This is an optimization exercise on Yosys and OpenROAD, whose aim is small area and a short achievable clock period, not a production implementation. For this run, only the layout was checked, not whether the RTL still works.

--- flow/run.sh ---
#!/bin/bash
# synth_recipe.tcl (not shown) runs the flow's synth.tcl, then flattens the netlist and writes it again
# the make line also repeats each setting of config.mk as NAME=value (left out here)
make -C /OpenROAD-flow-scripts/flow DESIGN_CONFIG=/design/flow/config.mk WORK_HOME=/design/flow/orfs CLKGATE_MAP_FILE= SYNTH_SCRIPT=/design/flow/synth_recipe.tcl finish
--- flow/config.mk ---
export PLATFORM = sky130hd
export DESIGN_NAME = ctr_decoder
export DESIGN_NICKNAME = ctr_decoder
export VERILOG_FILES = /design/flow/design.v
export SDC_FILE = /design/flow/constraint.sdc
export NUM_CORES = 4
export LEC_CHECK = 0
export CAP_MARGIN = 20
export CORE_MARGIN = 2
export CORE_UTILIZATION = 40
export SLEW_MARGIN = 20
--- flow/constraint.sdc ---
create_clock -name core_clock -period 18.0 [get_ports {clk}]
set_input_delay 3.6000 -clock core_clock [delete_from_list [all_inputs] [get_ports {clk}]]
set_output_delay 3.6000 -clock core_clock [all_outputs]
set_load 0.01 [all_outputs]
--- flow/design.v ---
module ctr_decoder (
    input  wire        clk,
    input  wire        rst,
    input  wire        in_valid,
    input  wire [63:0] in_container,
    input  wire [35:0] in_addr,
    output wire        out_valid,
    output wire [1:0]  out_outcome,    
    output wire [47:0] out_data,
    output wire        out_poison,
    output wire [63:0] out_container,  
    output wire [6:0]  out_pos0,       
    output wire [6:0]  out_pos1,       
    output wire        out_p,          
    output wire [5:0]  out_s1,         
    output wire [5:0]  out_s3          
);
    function automatic [5:0] gf_mul(input [5:0] a, input [5:0] b);
        integer i;
        reg [6:0] aa;
        reg [5:0] r;
        begin
            aa = {1'b0, a};
            r  = 6'd0;
            for (i = 0; i < 6; i = i + 1) begin
                if (b[i]) r = r ^ aa[5:0];
                aa = aa << 1;
                if (aa[6]) aa = aa ^ 7'h43;
            end
            gf_mul = r;
        end
    endfunction
    localparam [383:0] T_INVCUBE = 384'ha0f148041636e58e765ab0d20d1fa85b3f8f345491ceb20dec323a17a5d638f4bba0e5eb619676ed1cd737a3be679040;
    function automatic [5:0] invcube(input [5:0] a);
        invcube = T_INVCUBE[a * 6 +: 6];
    endfunction
    localparam [383:0] T_GF_LOG = 384'heb9ed456af1dae75b27aef4aa37b25cf55cfbd17e22d9f85e13a5c9b1b49da4d0e42160449bc088cd80368730218103f;
    function automatic [5:0] gf_log(input [5:0] a);
        gf_log = T_GF_LOG[a * 6 +: 6];
    endfunction
    localparam [383:0] T_TAB_A = 384'h9c813584fc9b6490b91d417192528db833b705d89345c02a9c813584fc9b6490b91d417192528db833b705d89345c02a;
    function automatic [5:0] tab_a(input [5:0] a);
        tab_a = T_TAB_A[a * 6 +: 6];
    endfunction
    localparam [383:0] T_TAB_B = 384'haf06334175922ed33a6bbfa6dacf637a0d281bc7f8be9015af06334175922ed33a6bbfa6dacf637a0d281bc7f8be9015;
    function automatic [5:0] tab_b(input [5:0] a);
        tab_b = T_TAB_B[a * 6 +: 6];
    endfunction
    localparam [63:0] T_TAB_ALTB = 64'he47ef6dce47ef6dc;
    function automatic [0:0] tab_altb(input [5:0] a);
        tab_altb = T_TAB_ALTB[a * 1 +: 1];
    endfunction
    reg v_1;
    reg v_2;
    reg v_3;
    always @(posedge clk) begin
        if (rst) begin
            v_1 <= 1'b0;
            v_2 <= 1'b0;
            v_3 <= 1'b0;
        end else begin
            v_1 <= in_valid;
            v_2 <= v_1;
            v_3 <= v_2;
        end
    end
    assign out_valid = v_3;
    wire [63:0] c_0 = in_container;
    wire [0:0] tg_0 = {in_addr[0] ^ in_addr[1] ^ in_addr[2] ^ in_addr[3] ^ in_addr[4] ^ in_addr[5] ^ in_addr[6] ^ in_addr[7] ^ in_addr[8] ^ in_addr[9] ^ in_addr[10] ^ in_addr[11] ^ in_addr[12] ^ in_addr[13] ^ in_addr[14] ^ in_addr[15] ^ in_addr[16] ^ in_addr[17] ^ in_addr[18] ^ in_addr[19] ^ in_addr[20] ^ in_addr[21] ^ in_addr[22] ^ in_addr[23] ^ in_addr[24] ^ in_addr[25] ^ in_addr[26] ^ in_addr[27] ^ in_addr[28] ^ in_addr[29] ^ in_addr[30] ^ in_addr[31] ^ in_addr[32] ^ in_addr[33] ^ in_addr[34] ^ in_addr[35]};
    reg  [63:0] c_1;
    always @(posedge clk) c_1 <= c_0;
    reg  [0:0] tg_1;
    always @(posedge clk) tg_1 <= tg_0;
    wire [0:0] tag_1 = ^tg_1;
    wire [0:0] xn64_1 = c_1[7] ^ c_1[44];
    wire [0:0] xn65_1 = c_1[28] ^ c_1[43];
    wire [0:0] xn66_1 = c_1[16] ^ c_1[37];
    wire [0:0] xn67_1 = c_1[8] ^ c_1[47];
    wire [0:0] xn68_1 = c_1[45] ^ c_1[46];
    wire [0:0] xn69_1 = c_1[15] ^ c_1[36];
    wire [0:0] xn70_1 = c_1[27] ^ c_1[62];
    wire [0:0] xn71_1 = c_1[19] ^ c_1[40];
    wire [0:0] xn72_1 = c_1[5] ^ c_1[55];
    wire [0:0] xn73_1 = c_1[6] ^ c_1[42];
    wire [0:0] xn74_1 = c_1[18] ^ c_1[63];
    wire [0:0] xn75_1 = c_1[23] ^ c_1[26];
    wire [0:0] xn76_1 = c_1[29] ^ xn67_1;
    wire [0:0] xn77_1 = c_1[22] ^ xn65_1;
    wire [0:0] xn78_1 = c_1[2] ^ xn64_1;
    wire [0:0] xn79_1 = c_1[14] ^ c_1[35];
    wire [0:0] xn80_1 = c_1[9] ^ c_1[30];
    wire [0:0] xn81_1 = c_1[4] ^ c_1[54];
    wire [0:0] xn82_1 = c_1[10] ^ c_1[31];
    wire [0:0] xn83_1 = c_1[11] ^ c_1[32];
    wire [0:0] xn84_1 = c_1[24] ^ xn68_1;
    wire [0:0] xn85_1 = c_1[25] ^ xn69_1;
    wire [0:0] xn86_1 = c_1[39] ^ xn75_1;
    wire [0:0] xn87_1 = c_1[0] ^ xn73_1;
    wire [0:0] xn88_1 = c_1[58] ^ xn70_1;
    wire [0:0] xn89_1 = xn66_1 ^ xn76_1;
    wire [0:0] xn90_1 = c_1[1] ^ c_1[21];
    wire [0:0] xn91_1 = c_1[13] ^ c_1[34];
    wire [0:0] xn92_1 = c_1[3] ^ c_1[61];
    wire [0:0] xn93_1 = c_1[17] ^ c_1[38];
    wire [0:0] xn94_1 = c_1[41] ^ c_1[59];
    wire [0:0] xn95_1 = c_1[12] ^ c_1[33];
    wire [0:0] xn96_1 = xn72_1 ^ xn79_1;
    wire [0:0] xn97_1 = xn74_1 ^ xn82_1;
    wire [0:0] xn98_1 = xn71_1 ^ xn87_1;
    wire [0:0] xn99_1 = xn77_1 ^ xn78_1;
    wire [0:0] xn100_1 = xn88_1 ^ xn93_1;
    wire [0:0] xn101_1 = xn80_1 ^ xn91_1;
    wire [0:0] xn102_1 = c_1[20] ^ xn83_1;
    wire [0:0] xn103_1 = xn90_1 ^ xn94_1;
    wire [0:0] xn104_1 = c_1[56] ^ xn85_1;
    wire [0:0] xn105_1 = xn86_1 ^ xn102_1;
    wire [0:0] xn106_1 = xn84_1 ^ xn96_1;
    wire [0:0] xn107_1 = xn95_1 ^ xn97_1;
    wire [0:0] xn108_1 = c_1[51] ^ c_1[57];
    wire [0:0] xn109_1 = c_1[49] ^ xn81_1;
    wire [0:0] xn110_1 = c_1[53] ^ xn92_1;
    wire [0:0] xn111_1 = c_1[48] ^ c_1[50];
    wire [0:0] xn112_1 = c_1[26] ^ c_1[52];
    wire [0:0] xn113_1 = xn64_1 ^ xn65_1;
    wire [0:0] xn114_1 = c_1[57] ^ xn74_1;
    wire [0:0] xn115_1 = c_1[46] ^ xn81_1;
    wire [0:0] xn116_1 = xn101_1 ^ xn109_1;
    wire [0:0] xn117_1 = xn83_1 ^ xn101_1;
    wire [0:0] xn118_1 = xn84_1 ^ xn112_1;
    wire [0:0] xn119_1 = xn66_1 ^ xn103_1;
    wire [0:0] xn120_1 = xn108_1 ^ xn110_1;
    wire [0:0] xn121_1 = c_1[39] ^ xn77_1;
    wire [5:0] s1_1 = {(((((c_1[35] ^ c_1[5]) ^ xn110_1) ^ (xn97_1 ^ (xn67_1 ^ xn68_1))) ^ (((xn94_1 ^ (c_1[19] ^ c_1[25])) ^ xn100_1) ^ (xn117_1 ^ xn121_1)))), (((xn89_1 ^ (xn78_1 ^ (xn80_1 ^ (c_1[21] ^ c_1[34])))) ^ ((((c_1[40] ^ c_1[42]) ^ (c_1[4] ^ c_1[57])) ^ xn100_1) ^ (xn107_1 ^ xn118_1)))), (((((c_1[41] ^ c_1[62]) ^ xn113_1) ^ ((c_1[6] ^ xn108_1) ^ (xn68_1 ^ xn80_1))) ^ ((((c_1[17] ^ c_1[1]) ^ (c_1[33] ^ c_1[3])) ^ xn104_1) ^ (xn105_1 ^ xn89_1)))), (((xn99_1 ^ (xn76_1 ^ (c_1[50] ^ xn82_1))) ^ ((((c_1[16] ^ c_1[27]) ^ (c_1[32] ^ c_1[38])) ^ xn104_1) ^ (xn106_1 ^ xn98_1)))), (((xn116_1 ^ (xn103_1 ^ xn113_1)) ^ ((xn86_1 ^ (c_1[37] ^ xn73_1)) ^ (((c_1[15] ^ c_1[18]) ^ (c_1[27] ^ c_1[31])) ^ xn106_1)))), (((xn98_1 ^ (xn115_1 ^ (xn79_1 ^ (c_1[28] ^ c_1[29])))) ^ ((((c_1[36] ^ c_1[44]) ^ (c_1[47] ^ c_1[48])) ^ ((c_1[59] ^ c_1[61]) ^ (c_1[62] ^ c_1[9]))) ^ (xn105_1 ^ xn107_1))))};
    wire [5:0] s3_1 = {(((xn89_1 ^ xn99_1) ^ (((c_1[58] ^ c_1[61]) ^ xn96_1) ^ ((c_1[63] ^ xn71_1) ^ (xn75_1 ^ (c_1[1] ^ c_1[53])))))), (((((c_1[63] ^ c_1[8]) ^ (xn92_1 ^ xn95_1)) ^ (((c_1[20] ^ c_1[23]) ^ (c_1[24] ^ c_1[29])) ^ ((c_1[45] ^ c_1[51]) ^ (c_1[55] ^ c_1[56])))) ^ ((xn100_1 ^ xn119_1) ^ (xn98_1 ^ xn99_1)))), ((((xn78_1 ^ xn85_1) ^ (xn86_1 ^ xn106_1)) ^ ((xn107_1 ^ xn120_1) ^ (xn89_1 ^ (c_1[28] ^ xn109_1))))), (((xn121_1 ^ (xn114_1 ^ xn115_1)) ^ ((xn85_1 ^ xn87_1) ^ ((xn70_1 ^ xn90_1) ^ (xn91_1 ^ (c_1[52] ^ c_1[7])))))), ((((xn114_1 ^ xn88_1) ^ ((c_1[54] ^ xn69_1) ^ (xn72_1 ^ (c_1[47] ^ c_1[50])))) ^ ((xn105_1 ^ xn119_1) ^ (xn98_1 ^ xn99_1)))), (((((c_1[6] ^ xn111_1) ^ (xn71_1 ^ xn72_1)) ^ ((xn81_1 ^ xn92_1) ^ xn100_1)) ^ ((xn104_1 ^ xn117_1) ^ (xn118_1 ^ xn89_1))))};
    wire [0:0] p_1 = (((xn120_1 ^ xn89_1) ^ (xn98_1 ^ xn99_1)) ^ (((xn103_1 ^ (xn111_1 ^ (c_1[52] ^ c_1[60]))) ^ (xn100_1 ^ xn104_1)) ^ ((xn105_1 ^ xn106_1) ^ (xn107_1 ^ xn116_1))));
    wire [5:0] u_1 = invcube(s1_1);
    wire [5:0] d_1 = gf_mul(s3_1, u_1);
    wire [5:0] ls1_1 = gf_log(s1_1);
    reg  [63:0] c_2;
    always @(posedge clk) c_2 <= c_1;
    reg  [0:0] tag_2;
    always @(posedge clk) tag_2 <= tag_1;
    reg  [5:0] s1_2;
    always @(posedge clk) s1_2 <= s1_1;
    reg  [5:0] s3_2;
    always @(posedge clk) s3_2 <= s3_1;
    reg  [0:0] p_2;
    always @(posedge clk) p_2 <= p_1;
    reg  [5:0] d_2;
    always @(posedge clk) d_2 <= d_1;
    reg  [5:0] ls1_2;
    always @(posedge clk) ls1_2 <= ls1_1;
    wire [0:0] s1z_2 = ~|s1_2;
    wire [0:0] s3z_2 = ~|s3_2;
    wire [0:0] d1_2 = (d_2 == 6'd1);
    wire [0:0] trd_2 = d_2[5];
    wire [5:0] z_2 = {(~d_2[0] ^ d_2[1] ^ d_2[2] ^ d_2[4]), (~d_2[0] ^ d_2[3]), (~d_2[0]), (d_2[1] ^ d_2[2] ^ d_2[3]), (~d_2[0] ^ d_2[1]), (1'b0)};
    wire [5:0] x1_2 = gf_mul(s1_2, z_2);
    wire [5:0] x2_2 = x1_2 ^ s1_2;
    wire [5:0] ta_2 = tab_a(d_2);
    wire [5:0] tb_2 = tab_b(d_2);
    wire [0:0] altb_2 = tab_altb(d_2);
    wire [6:0] sa_2 = {1'b0, ls1_2} + {1'b0, ta_2};
    wire [6:0] sa1_2 = {1'b0, ls1_2} + {1'b0, ta_2} + 7'd1;
    wire [6:0] sb_2 = {1'b0, ls1_2} + {1'b0, tb_2};
    wire [6:0] sb1_2 = {1'b0, ls1_2} + {1'b0, tb_2} + 7'd1;
    wire [0:0] wa_2 = sa1_2[6];
    wire [0:0] wb_2 = sb1_2[6];
    wire [5:0] lg1_2 = wa_2 ? sa1_2[5:0] : sa_2[5:0];
    wire [5:0] lg2_2 = wb_2 ? sb1_2[5:0] : sb_2[5:0];
    wire [0:0] lt_2 = altb_2 ? ~(wb_2 & ~wa_2) : (wa_2 & ~wb_2);
    wire [5:0] mn_2 = lt_2 ? lg1_2 : lg2_2;
    wire [5:0] mx_2 = lt_2 ? lg2_2 : lg1_2;
    wire [0:0] clean_2 = s1z_2 & s3z_2 & ~p_2;
    wire [0:0] qonly_2 = s1z_2 & s3z_2 & p_2;
    wire [0:0] single_2 = d1_2;
    wire [0:0] dbl_2 = ~s1z_2 & ~d1_2 & ~p_2 & ~trd_2;
    wire [0:0] good_2 = s1z_2 & s3z_2 | d1_2 | dbl_2;
    wire [0:0] fq_2 = qonly_2 | d1_2 & ~p_2;
    wire [5:0] y_2 = gf_mul(s1_2, 6'd2);
    wire [5:0] y2_2 = gf_mul(y_2, y_2);
    wire [0:0] f62_2 = ((6'd1 ^ y_2 ^ gf_mul(y2_2, d_2 ^ 6'd1)) == 6'd0);
    wire [0:0] addr_2 = good_2 & (c_2[61] ^ f62_2 ^ tag_2);
    wire [0:0] ok_2 = good_2 & ~addr_2;
    wire [7:0] x1lo_2 = {(x1_2[2:0] == 3'd7), (x1_2[2:0] == 3'd6), (x1_2[2:0] == 3'd5), (x1_2[2:0] == 3'd4), (x1_2[2:0] == 3'd3), (x1_2[2:0] == 3'd2), (x1_2[2:0] == 3'd1), (x1_2[2:0] == 3'd0)};
    wire [7:0] x1hi_2 = {(x1_2[5:3] == 3'd7) & ok_2, (x1_2[5:3] == 3'd6) & ok_2, (x1_2[5:3] == 3'd5) & ok_2, (x1_2[5:3] == 3'd4) & ok_2, (x1_2[5:3] == 3'd3) & ok_2, (x1_2[5:3] == 3'd2) & ok_2, (x1_2[5:3] == 3'd1) & ok_2, (x1_2[5:3] == 3'd0) & ok_2};
    wire [7:0] x2lo_2 = {(x2_2[2:0] == 3'd7), (x2_2[2:0] == 3'd6), (x2_2[2:0] == 3'd5), (x2_2[2:0] == 3'd4), (x2_2[2:0] == 3'd3), (x2_2[2:0] == 3'd2), (x2_2[2:0] == 3'd1), (x2_2[2:0] == 3'd0)};
    wire [7:0] x2hi_2 = {(x2_2[5:3] == 3'd7) & ok_2, (x2_2[5:3] == 3'd6) & ok_2, (x2_2[5:3] == 3'd5) & ok_2, (x2_2[5:3] == 3'd4) & ok_2, (x2_2[5:3] == 3'd3) & ok_2, (x2_2[5:3] == 3'd2) & ok_2, (x2_2[5:3] == 3'd1) & ok_2, (x2_2[5:3] == 3'd0) & ok_2};
    wire [62:0] f_2 = {(x1lo_2[1] & x1hi_2[4] | x2lo_2[1] & x2hi_2[4]), (x1lo_2[1] & x1hi_2[6] | x2lo_2[1] & x2hi_2[6]), (x1lo_2[1] & x1hi_2[7] | x2lo_2[1] & x2hi_2[7]), (x1lo_2[5] & x1hi_2[7] | x2lo_2[5] & x2hi_2[7]), (x1lo_2[7] & x1hi_2[7] | x2lo_2[7] & x2hi_2[7]), (x1lo_2[6] & x1hi_2[7] | x2lo_2[6] & x2hi_2[7]), (x1lo_2[7] & x1hi_2[3] | x2lo_2[7] & x2hi_2[3]), (x1lo_2[6] & x1hi_2[5] | x2lo_2[6] & x2hi_2[5]), (x1lo_2[7] & x1hi_2[2] | x2lo_2[7] & x2hi_2[2]), (x1lo_2[2] & x1hi_2[5] | x2lo_2[2] & x2hi_2[5]), (x1lo_2[5] & x1hi_2[2] | x2lo_2[5] & x2hi_2[2]), (x1lo_2[3] & x1hi_2[5] | x2lo_2[3] & x2hi_2[5]), (x1lo_2[4] & x1hi_2[6] | x2lo_2[4] & x2hi_2[6]), (x1lo_2[2] & x1hi_2[3] | x2lo_2[2] & x2hi_2[3]), (x1lo_2[5] & x1hi_2[1] | x2lo_2[5] & x2hi_2[1]), (x1lo_2[7] & x1hi_2[4] | x2lo_2[7] & x2hi_2[4]), (x1lo_2[2] & x1hi_2[6] | x2lo_2[2] & x2hi_2[6]), (x1lo_2[1] & x1hi_2[3] | x2lo_2[1] & x2hi_2[3]), (x1lo_2[5] & x1hi_2[5] | x2lo_2[5] & x2hi_2[5]), (x1lo_2[7] & x1hi_2[6] | x2lo_2[7] & x2hi_2[6]), (x1lo_2[2] & x1hi_2[7] | x2lo_2[2] & x2hi_2[7]), (x1lo_2[5] & x1hi_2[3] | x2lo_2[5] & x2hi_2[3]), (x1lo_2[7] & x1hi_2[5] | x2lo_2[7] & x2hi_2[5]), (x1lo_2[6] & x1hi_2[6] | x2lo_2[6] & x2hi_2[6]), (x1lo_2[3] & x1hi_2[3] | x2lo_2[3] & x2hi_2[3]), (x1lo_2[4] & x1hi_2[5] | x2lo_2[4] & x2hi_2[5]), (x1lo_2[6] & x1hi_2[2] | x2lo_2[6] & x2hi_2[2]), (x1lo_2[3] & x1hi_2[1] | x2lo_2[3] & x2hi_2[1]), (x1lo_2[4] & x1hi_2[4] | x2lo_2[4] & x2hi_2[4]), (x1lo_2[2] & x1hi_2[2] | x2lo_2[2] & x2hi_2[2]), (x1lo_2[1] & x1hi_2[1] | x2lo_2[1] & x2hi_2[1]), (x1lo_2[5] & x1hi_2[4] | x2lo_2[5] & x2hi_2[4]), (x1lo_2[3] & x1hi_2[6] | x2lo_2[3] & x2hi_2[6]), (x1lo_2[0] & x1hi_2[7] | x2lo_2[0] & x2hi_2[7]), (x1lo_2[4] & x1hi_2[3] | x2lo_2[4] & x2hi_2[3]), (x1lo_2[6] & x1hi_2[1] | x2lo_2[6] & x2hi_2[1]), (x1lo_2[7] & x1hi_2[0] | x2lo_2[7] & x2hi_2[0]), (x1lo_2[2] & x1hi_2[4] | x2lo_2[2] & x2hi_2[4]), (x1lo_2[1] & x1hi_2[2] | x2lo_2[1] & x2hi_2[2]), (x1lo_2[1] & x1hi_2[5] | x2lo_2[1] & x2hi_2[5]), (x1lo_2[5] & x1hi_2[6] | x2lo_2[5] & x2hi_2[6]), (x1lo_2[3] & x1hi_2[7] | x2lo_2[3] & x2hi_2[7]), (x1lo_2[4] & x1hi_2[7] | x2lo_2[4] & x2hi_2[7]), (x1lo_2[6] & x1hi_2[3] | x2lo_2[6] & x2hi_2[3]), (x1lo_2[7] & x1hi_2[1] | x2lo_2[7] & x2hi_2[1]), (x1lo_2[6] & x1hi_2[4] | x2lo_2[6] & x2hi_2[4]), (x1lo_2[3] & x1hi_2[2] | x2lo_2[3] & x2hi_2[2]), (x1lo_2[0] & x1hi_2[5] | x2lo_2[0] & x2hi_2[5]), (x1lo_2[4] & x1hi_2[2] | x2lo_2[4] & x2hi_2[2]), (x1lo_2[2] & x1hi_2[1] | x2lo_2[2] & x2hi_2[1]), (x1lo_2[5] & x1hi_2[0] | x2lo_2[5] & x2hi_2[0]), (x1lo_2[3] & x1hi_2[4] | x2lo_2[3] & x2hi_2[4]), (x1lo_2[0] & x1hi_2[6] | x2lo_2[0] & x2hi_2[6]), (x1lo_2[0] & x1hi_2[3] | x2lo_2[0] & x2hi_2[3]), (x1lo_2[4] & x1hi_2[1] | x2lo_2[4] & x2hi_2[1]), (x1lo_2[6] & x1hi_2[0] | x2lo_2[6] & x2hi_2[0]), (x1lo_2[3] & x1hi_2[0] | x2lo_2[3] & x2hi_2[0]), (x1lo_2[0] & x1hi_2[4] | x2lo_2[0] & x2hi_2[4]), (x1lo_2[0] & x1hi_2[2] | x2lo_2[0] & x2hi_2[2]), (x1lo_2[0] & x1hi_2[1] | x2lo_2[0] & x2hi_2[1]), (x1lo_2[4] & x1hi_2[0] | x2lo_2[4] & x2hi_2[0]), (x1lo_2[2] & x1hi_2[0] | x2lo_2[2] & x2hi_2[0]), (x1lo_2[1] & x1hi_2[0] | x2lo_2[1] & x2hi_2[0])};
    wire [11:0] sv_2 = {(s3_2[5] ^ c_2[63] ^ c_2[61] ^ tag_2), (s3_2[4] ^ ~c_2[62] ^ c_2[63] ^ c_2[61] ^ tag_2), (s3_2[3] ^ c_2[63] ^ c_2[61] ^ tag_2), (s3_2[2] ^ ~c_2[62] ^ c_2[63]), (s3_2[1] ^ ~c_2[62] ^ c_2[63]), (s3_2[0] ^ ~c_2[62] ^ c_2[61] ^ tag_2), (s1_2[5] ^ ~c_2[62] ^ c_2[63] ^ c_2[61] ^ tag_2), (s1_2[4] ^ ~c_2[62] ^ c_2[63]), (s1_2[3] ^ ~c_2[62]), (s1_2[2]), (s1_2[1]), (s1_2[0] ^ ~c_2[62] ^ c_2[63] ^ c_2[61] ^ tag_2)};
    wire [11:0] k_2 = {(sv_2[1] ^ sv_2[2] ^ sv_2[4] ^ sv_2[7] ^ sv_2[8] ^ sv_2[9] ^ sv_2[10] ^ sv_2[11]), (sv_2[0] ^ sv_2[1] ^ sv_2[3] ^ sv_2[5] ^ sv_2[6] ^ sv_2[7] ^ sv_2[8] ^ sv_2[9]), (sv_2[0] ^ sv_2[1] ^ sv_2[6] ^ sv_2[7] ^ sv_2[8] ^ sv_2[9] ^ sv_2[10] ^ sv_2[11]), (sv_2[0] ^ sv_2[6] ^ sv_2[7] ^ sv_2[8]), (sv_2[1] ^ sv_2[2] ^ sv_2[4] ^ sv_2[5] ^ sv_2[7] ^ sv_2[8] ^ sv_2[9] ^ sv_2[10]), (sv_2[0] ^ sv_2[1] ^ sv_2[3] ^ sv_2[4] ^ sv_2[5] ^ sv_2[6] ^ sv_2[7] ^ sv_2[9]), (sv_2[0] ^ sv_2[2] ^ sv_2[3] ^ sv_2[4] ^ sv_2[6] ^ sv_2[10] ^ sv_2[11]), (sv_2[3] ^ sv_2[4] ^ sv_2[5] ^ sv_2[10] ^ sv_2[11]), (sv_2[1] ^ sv_2[3] ^ sv_2[9] ^ sv_2[10] ^ sv_2[11]), (sv_2[0] ^ sv_2[1] ^ sv_2[4] ^ sv_2[5] ^ sv_2[6] ^ sv_2[9] ^ sv_2[10]), (sv_2[0] ^ sv_2[3] ^ sv_2[4] ^ sv_2[6] ^ sv_2[7] ^ sv_2[9] ^ sv_2[11]), (sv_2[2] ^ sv_2[3] ^ sv_2[5] ^ sv_2[6] ^ sv_2[8] ^ sv_2[10] ^ sv_2[11])};
    wire [0:0] qnew_2 = ~(p_2 ^ c_2[62] ^ c_2[63] ^ c_2[61] ^ c_2[60] ^ tag_2 ^ (^k_2));
    wire [63:0] oc_2 = {(ok_2 & (c_2[63] ^ f_2[61])), (~ok_2 | (c_2[62] ^ f_2[60])), (tag_2), (ok_2 ? c_2[60] ^ fq_2 : qnew_2), (c_2[59] ^ (f_2[11] | ~ok_2 & k_2[11])), (c_2[58] ^ (f_2[10] | ~ok_2 & k_2[10])), (c_2[57] ^ (f_2[9] | ~ok_2 & k_2[9])), (c_2[56] ^ (f_2[8] | ~ok_2 & k_2[8])), (c_2[55] ^ (f_2[7] | ~ok_2 & k_2[7])), (c_2[54] ^ (f_2[6] | ~ok_2 & k_2[6])), (c_2[53] ^ (f_2[5] | ~ok_2 & k_2[5])), (c_2[52] ^ (f_2[4] | ~ok_2 & k_2[4])), (c_2[51] ^ (f_2[3] | ~ok_2 & k_2[3])), (c_2[50] ^ (f_2[2] | ~ok_2 & k_2[2])), (c_2[49] ^ (f_2[1] | ~ok_2 & k_2[1])), (c_2[48] ^ (f_2[0] | ~ok_2 & k_2[0])), (c_2[47] ^ f_2[59]), (c_2[46] ^ f_2[58]), (c_2[45] ^ f_2[57]), (c_2[44] ^ f_2[56]), (c_2[43] ^ f_2[55]), (c_2[42] ^ f_2[54]), (c_2[41] ^ f_2[53]), (c_2[40] ^ f_2[52]), (c_2[39] ^ f_2[51]), (c_2[38] ^ f_2[50]), (c_2[37] ^ f_2[49]), (c_2[36] ^ f_2[48]), (c_2[35] ^ f_2[47]), (c_2[34] ^ f_2[46]), (c_2[33] ^ f_2[45]), (c_2[32] ^ f_2[44]), (c_2[31] ^ f_2[43]), (c_2[30] ^ f_2[42]), (c_2[29] ^ f_2[41]), (c_2[28] ^ f_2[40]), (c_2[27] ^ f_2[39]), (c_2[26] ^ f_2[38]), (c_2[25] ^ f_2[37]), (c_2[24] ^ f_2[36]), (c_2[23] ^ f_2[35]), (c_2[22] ^ f_2[34]), (c_2[21] ^ f_2[33]), (c_2[20] ^ f_2[32]), (c_2[19] ^ f_2[31]), (c_2[18] ^ f_2[30]), (c_2[17] ^ f_2[29]), (c_2[16] ^ f_2[28]), (c_2[15] ^ f_2[27]), (c_2[14] ^ f_2[26]), (c_2[13] ^ f_2[25]), (c_2[12] ^ f_2[24]), (c_2[11] ^ f_2[23]), (c_2[10] ^ f_2[22]), (c_2[9] ^ f_2[21]), (c_2[8] ^ f_2[20]), (c_2[7] ^ f_2[19]), (c_2[6] ^ f_2[18]), (c_2[5] ^ f_2[17]), (c_2[4] ^ f_2[16]), (c_2[3] ^ f_2[15]), (c_2[2] ^ f_2[14]), (c_2[1] ^ f_2[13]), (c_2[0] ^ f_2[12])};
    wire [1:0] ooc_2 = {~ok_2, good_2 & (~clean_2 | addr_2)};
    wire [0:0] none0_2 = ~good_2 | clean_2;
    wire [0:0] none1_2 = ~good_2 | clean_2 | p_2;
    wire [6:0] opos0_2 = {none0_2, (qonly_2 ? 6'd63 : d1_2 ? lg2_2 : mn_2) | {6{none0_2}}};
    wire [6:0] opos1_2 = {none1_2, (d1_2 ? 6'd63 : mx_2) | {6{none1_2}}};
    wire [0:0] op_2 = p_2;
    wire [5:0] os1_2 = s1_2;
    wire [5:0] os3_2 = s3_2;
    reg  [63:0] oc_3;
    always @(posedge clk) oc_3 <= oc_2;
    reg  [1:0] ooc_3;
    always @(posedge clk) ooc_3 <= ooc_2;
    reg  [6:0] opos0_3;
    always @(posedge clk) opos0_3 <= opos0_2;
    reg  [6:0] opos1_3;
    always @(posedge clk) opos1_3 <= opos1_2;
    reg  [0:0] op_3;
    always @(posedge clk) op_3 <= op_2;
    reg  [5:0] os1_3;
    always @(posedge clk) os1_3 <= os1_2;
    reg  [5:0] os3_3;
    always @(posedge clk) os3_3 <= os3_2;
    assign out_outcome = ooc_3;
    assign out_container = oc_3;
    assign out_pos0 = opos0_3;
    assign out_pos1 = opos1_3;
    assign out_p = op_3;
    assign out_s1 = os1_3;
    assign out_s3 = os3_3;
    assign out_data = oc_3[47:0];
    assign out_poison = oc_3[62];
endmodule
==> run summary <==
-- Yosys cell counts (5+ instances only) --
| library cell | n | area (um2) |
|---|---|---|
| nor2b_1 | 16 | 100 |
| mux2_2 | 6 | 67.6 |
| buf_1 | 11 | 41.3 |
| and3_1 | 5 | 31.3 |
| xor2_1 | 111 | 972 |
| o21bai_1 | 8 | 60.1 |
| o21ai_0 | 41 | 205 |
| a22oi_1 | 42 | 315 |
| nand2_1 | 99 | 372 |
| and2_1 | 8 | 50.1 |
| a221oi_1 | 5 | 43.8 |
| nand3_1 | 13 | 65.1 |
| dfxtp_1 | 251 | 5020 |
| nand4_1 | 13 | 81.3 |
| xnor2_1 | 277 | 2430 |
| o22ai_1 | 9 | 56.3 |
| nand2b_1 | 15 | 93.8 |
| a21o_1 | 7 | 52.6 |
| a21oi_1 | 70 | 350 |
| a211oi_1 | 17 | 128 |
| clkbuf_1 | 40 | 150 |
| xor3_1 | 5 | 119 |
| buf_2 | 15 | 75.1 |
| nor3b_1 | 5 | 37.5 |
| xnor3_1 | 34 | 766 |
| o31ai_1 | 12 | 90.1 |
| o211ai_1 | 14 | 105 |
| nor3_1 | 25 | 125 |
| buf_4 | 54 | 405 |
| a32oi_1 | 14 | 123 |
| or3_1 | 8 | 50.1 |
| ha_1 | 43 | 538 |
| mux2i_1 | 38 | 380 |
| nor2_1 | 142 | 533 |
| inv_1 | 33 | 124 |
-- per-layer routing --
metal	up-vias	wire length (um)
met5	-	0
met4	0	821
met3	51	2910
met2	438	19900
met1	5579	20600
li1	5704	-
-- how the worst max path moves through the flow --
| stage | end | slack [ps] | cells past startpoint | start |
|---|---|---|---|---|
| after floorplan | opos0_3[1]$_DFF_P_ | 12580 | 24 | d_2[3]$_DFF_P_ |
| after global placement | oc_3[59]$_DFF_P_ | 11830 | 15 | s1_2[4]$_DFF_P_ |
| after detailed placement | oc_3[53]$_DFF_P_ | 11520 | 15 | s1_2[4]$_DFF_P_ |
| after CTS | oc_3[52]$_DFF_P_ | 11540 | 15 | s1_2[4]$_DFF_P_ |
| after global routing | oc_3[52]$_DFF_P_ | 11040 | 15 | s1_2[4]$_DFF_P_ |
| final | oc_3[52]$_DFF_P_ | 11440 | 15 | s1_2[4]$_DFF_P_ |
-- cell type report --
type                       count  area share
inverter                      41     0.00862
multi-input combinational   1174       0.496
timing repair buffer         259       0.139
clock inverter                15      0.0119
sequential                   251       0.273
clock buffer                  32      0.0405
tap                          468      0.0318
-- state kept, by name, indices dropped and copies added, names as in the netlist, 2 cells and up --
name     flops
ooc_3        2
opos0_3      7
opos1_3      7
os3_3        6
os1_3        6
ls1_2        6
c_1         64
s1_2         6
s3_2         6
c_2         64
d_2          6
oc_3        64
-- worst reg2reg max path, stage by stage (launching register included) --
cell and delay [ps]:
dfxtp_1 870, clkinv_1 440, ha_1 710, nand2_1 160, xor2_2 390, xnor3_1 470
nand2_1 110, xnor3_1 410, xnor2_1 140, o211ai_1 160, nor4_4 480, xor2_2 210
nor2_2 770, inv_2 600, o21ai_0 430, xor2_1 180
-- placed cells by master, fill, tap and decap left out, types with 17 or more instances in the layout --
cell	count
a211oi_1	17
a21oi_1	70
a22oi_1	42
clkbuf_16	28
clkdlybuf4s50_1	245
dfxtp_1	251
ha_1	43
inv_1	33
mux2i_1	38
nand2_1	99
nor2_1	142
nor3_1	23
o21ai_0	41
xnor2_1	277
xnor3_1	34
xor2_1	111
-- logic make-up (layout without fill, tap and decap cells) --
group,count (synthesis),after routing
muxes,46,46
and+or+nand+nor,366,366
adders and majority gates,46,46
AOI/OAI and AO/OA,280,280
xor gates and xnor gates,436,436
DFF,251,251
buffers and inverters,165,347
-- stage by stage --
stage / util / setup WS, ps
floorplan: - / 12580
global placement: 0.475 / 11830
detailed placement: 0.475 / 11520
CTS: 0.501 / 11540
global route: 0.501 / 11040
finish: 0.501 / 11440
==> key figures <==
Status
  – Status: complete, no violations

GRT
  – Met2 GRT Util: 0.358
  – Largest net degree at the start of global routing: 64
  – Initial antenna violation count: 1
  – Total gr overflow: 0
  – Vias in the first global route: 11246
  – First-pass GRT wire length: between 60 and 70 mm
  – Tot GR Track Use: 0.223
  – Met3 Usage GRT: 0.0320
  – Met1 Track Usage GR: 0.315
  – GRT Max-Usage Layer: met2

Critical path
  – R2R cell count: 15
  – Worst Setup End Kind: flip-flop
  – CP max FO: 38
  – Required @ worst endpoint: 18510 ps
  – Crit Path Class: flip-flop to flip-flop
  – Slowest stage cell, crit path: dfxtp_1
  – Crit path cell chain: clkinv_1 -> ha_1 -> nand2_1 -> xor2_2 -> xnor3_1 -> nand2_1 -> xnor3_1 -> xnor2_1 -> o211ai_1 -> nor4_4 -> xor2_2 -> nor2_2 -> inv_2 -> o21ai_0 -> xor2_1
  – Slowest stage delay, CP: just under 900 ps
  – Arrival time worst endpoint: 7070 ps
  – Reg-to-Reg End: oc_3[52]$_DFF_P_
  – CP bufs+invs: 2
  – Worst Setup Start Kind: flip-flop
  – Crit Reg-Reg Startpoint: s1_2[4]$_DFF_P_
  – Top delay family on crit path: XOR/XNOR gates

Placed design
  – Input/output buffers: 245
  – Hpwl dp: ~34 mm
  – Placed Cells: roughly 2200
  – Final GP Congestion: ~0.9
  – Placed instance area: around 17000 um2

Min path
  – Hold path start: tg_1$_DFF_P_
  – Hold Path End: tag_2$_DFF_P_
  – Min-Delay Path Class: flip-flop to flip-flop
  – Hold depth: 0

Synthesis
  – Synthesized cell area: between 15000 and 20000 um2
  – Netlist cell types: 81
  – Ys async rst share: 0
  – Main combinational cell family by area after synthesis: XOR/XNOR gates
  – Sequential cell area fraction in the yosys report: 0.335
  – Xor/xnor share of the synthesized area: 0.297
  – Simple-Gate Fraction of Synth Area: 0.112
  – Multiplexer area fraction after synthesis: 0.0322
  – Syn nets: 1738
  – Adder and majority gate portion of the synthesized area: 0.0392
  – Post-synth EDFFs: 0
  – Most used flip-flop cell after synthesis: dfxtp_1
  – Synth Instances: between 1500 and 2000
  – #FFs+latches synth: around 250
  – Mean Syn Cell Area: about 9.4 um2
  – Synth Area in Compound Gates: 0.127
  – Ys Warns: 1

Die
  – Die Height: 198 um
  – Core footprint: roughly 37000 um2
  – I/O Pins: 246
  – Num rows: 70
  – Initial Util: 0.408
  – Die X-Extent: 198 um
  – Die area: 39100 um2

STA
  – Hold Slack: 325 ps
  – Tmin final: 6560 ps
  – Slew Limit Headroom: 0.332
  – Hold Vio Cnt, Final: 0
  – Period Utilization, post-route: 0.364
  – Final TNS setup: 0 ps
  – RSZ-0062 raised after global routing: no
  – Setup violations, final: 0
  – Worst Clk Skew: approximately 58 ps
  – Slew @ Worst Pin: 994 ps
  – Fmax: roughly 0.15 GHz
  – Fin. max-slew vios: 0

Clock tree
  – CTS tree: yes
  – Sink Count: ~250
  – Clock Latency Late Sink: 600 ps
  – Postcts setup bufs: 0
  – Hold buffers post-CTS: 0
  – CTS buffer count: 28
  – Root Driver: clkbuf_16
  – CTS H-tree lvls: 1
  – Clk pin slew, worst setup/hold paths: 60 ps
  – CTS Buffer Depth: 3
  – Post_cts resized: 0

Route
  – First-pass DRT Iterations: 6
  – Initial DRC Count: 1072
  – WL/cell: 19.7 um
  – Drc violations: 0
  – Vias: ~12000
  – ANT nets after route: 0
  – Vias/cell: approximately 5.3
  – Final WL: 44.1 mm

Final layout
  – Inserted Diodes: 0
  – FF+latch area: 5020 um2
  – Final Instance Area: 18400 um2
  – P&R area growth vs syn: 22.7%
  – Final #Nets: 1903
  – Fill cells: 3447
  – Multi-input logic area: 9140 um2
  – Fin cells: ~2200
  – Share of cells above drive strength 1: 0.0559

Run
  – Max Cap Viol: 0

==> afterwards: timing with drivers on the ports <==
No port has a modelled driver above. Below, the same layout with a new extraction and two added sets of constraints.
Step 1 assumes that a clkbuf_16 drives the clock port and a buf_2 every other input.
Step 2 also shifts input and output timing later by t, the mid clock arrival at the registers, as if the neighbouring blocks saw the same clock.
Three values: ideal, step 1, step 2; two values: the first two.
t, ns: 0.620
slack for setup (ns): 11.443 / 11.443 / 11.443
slew at the worst register clock pin (ns): 0.07 / 0.07
worst slew at a driven data input, ns: 0.05
pins driven straight from the clock port: 1
After both steps this run still meets setup and hold. The setup slack of this run moves by 0.000 ns with the drivers and by 0.000 ns with both steps.
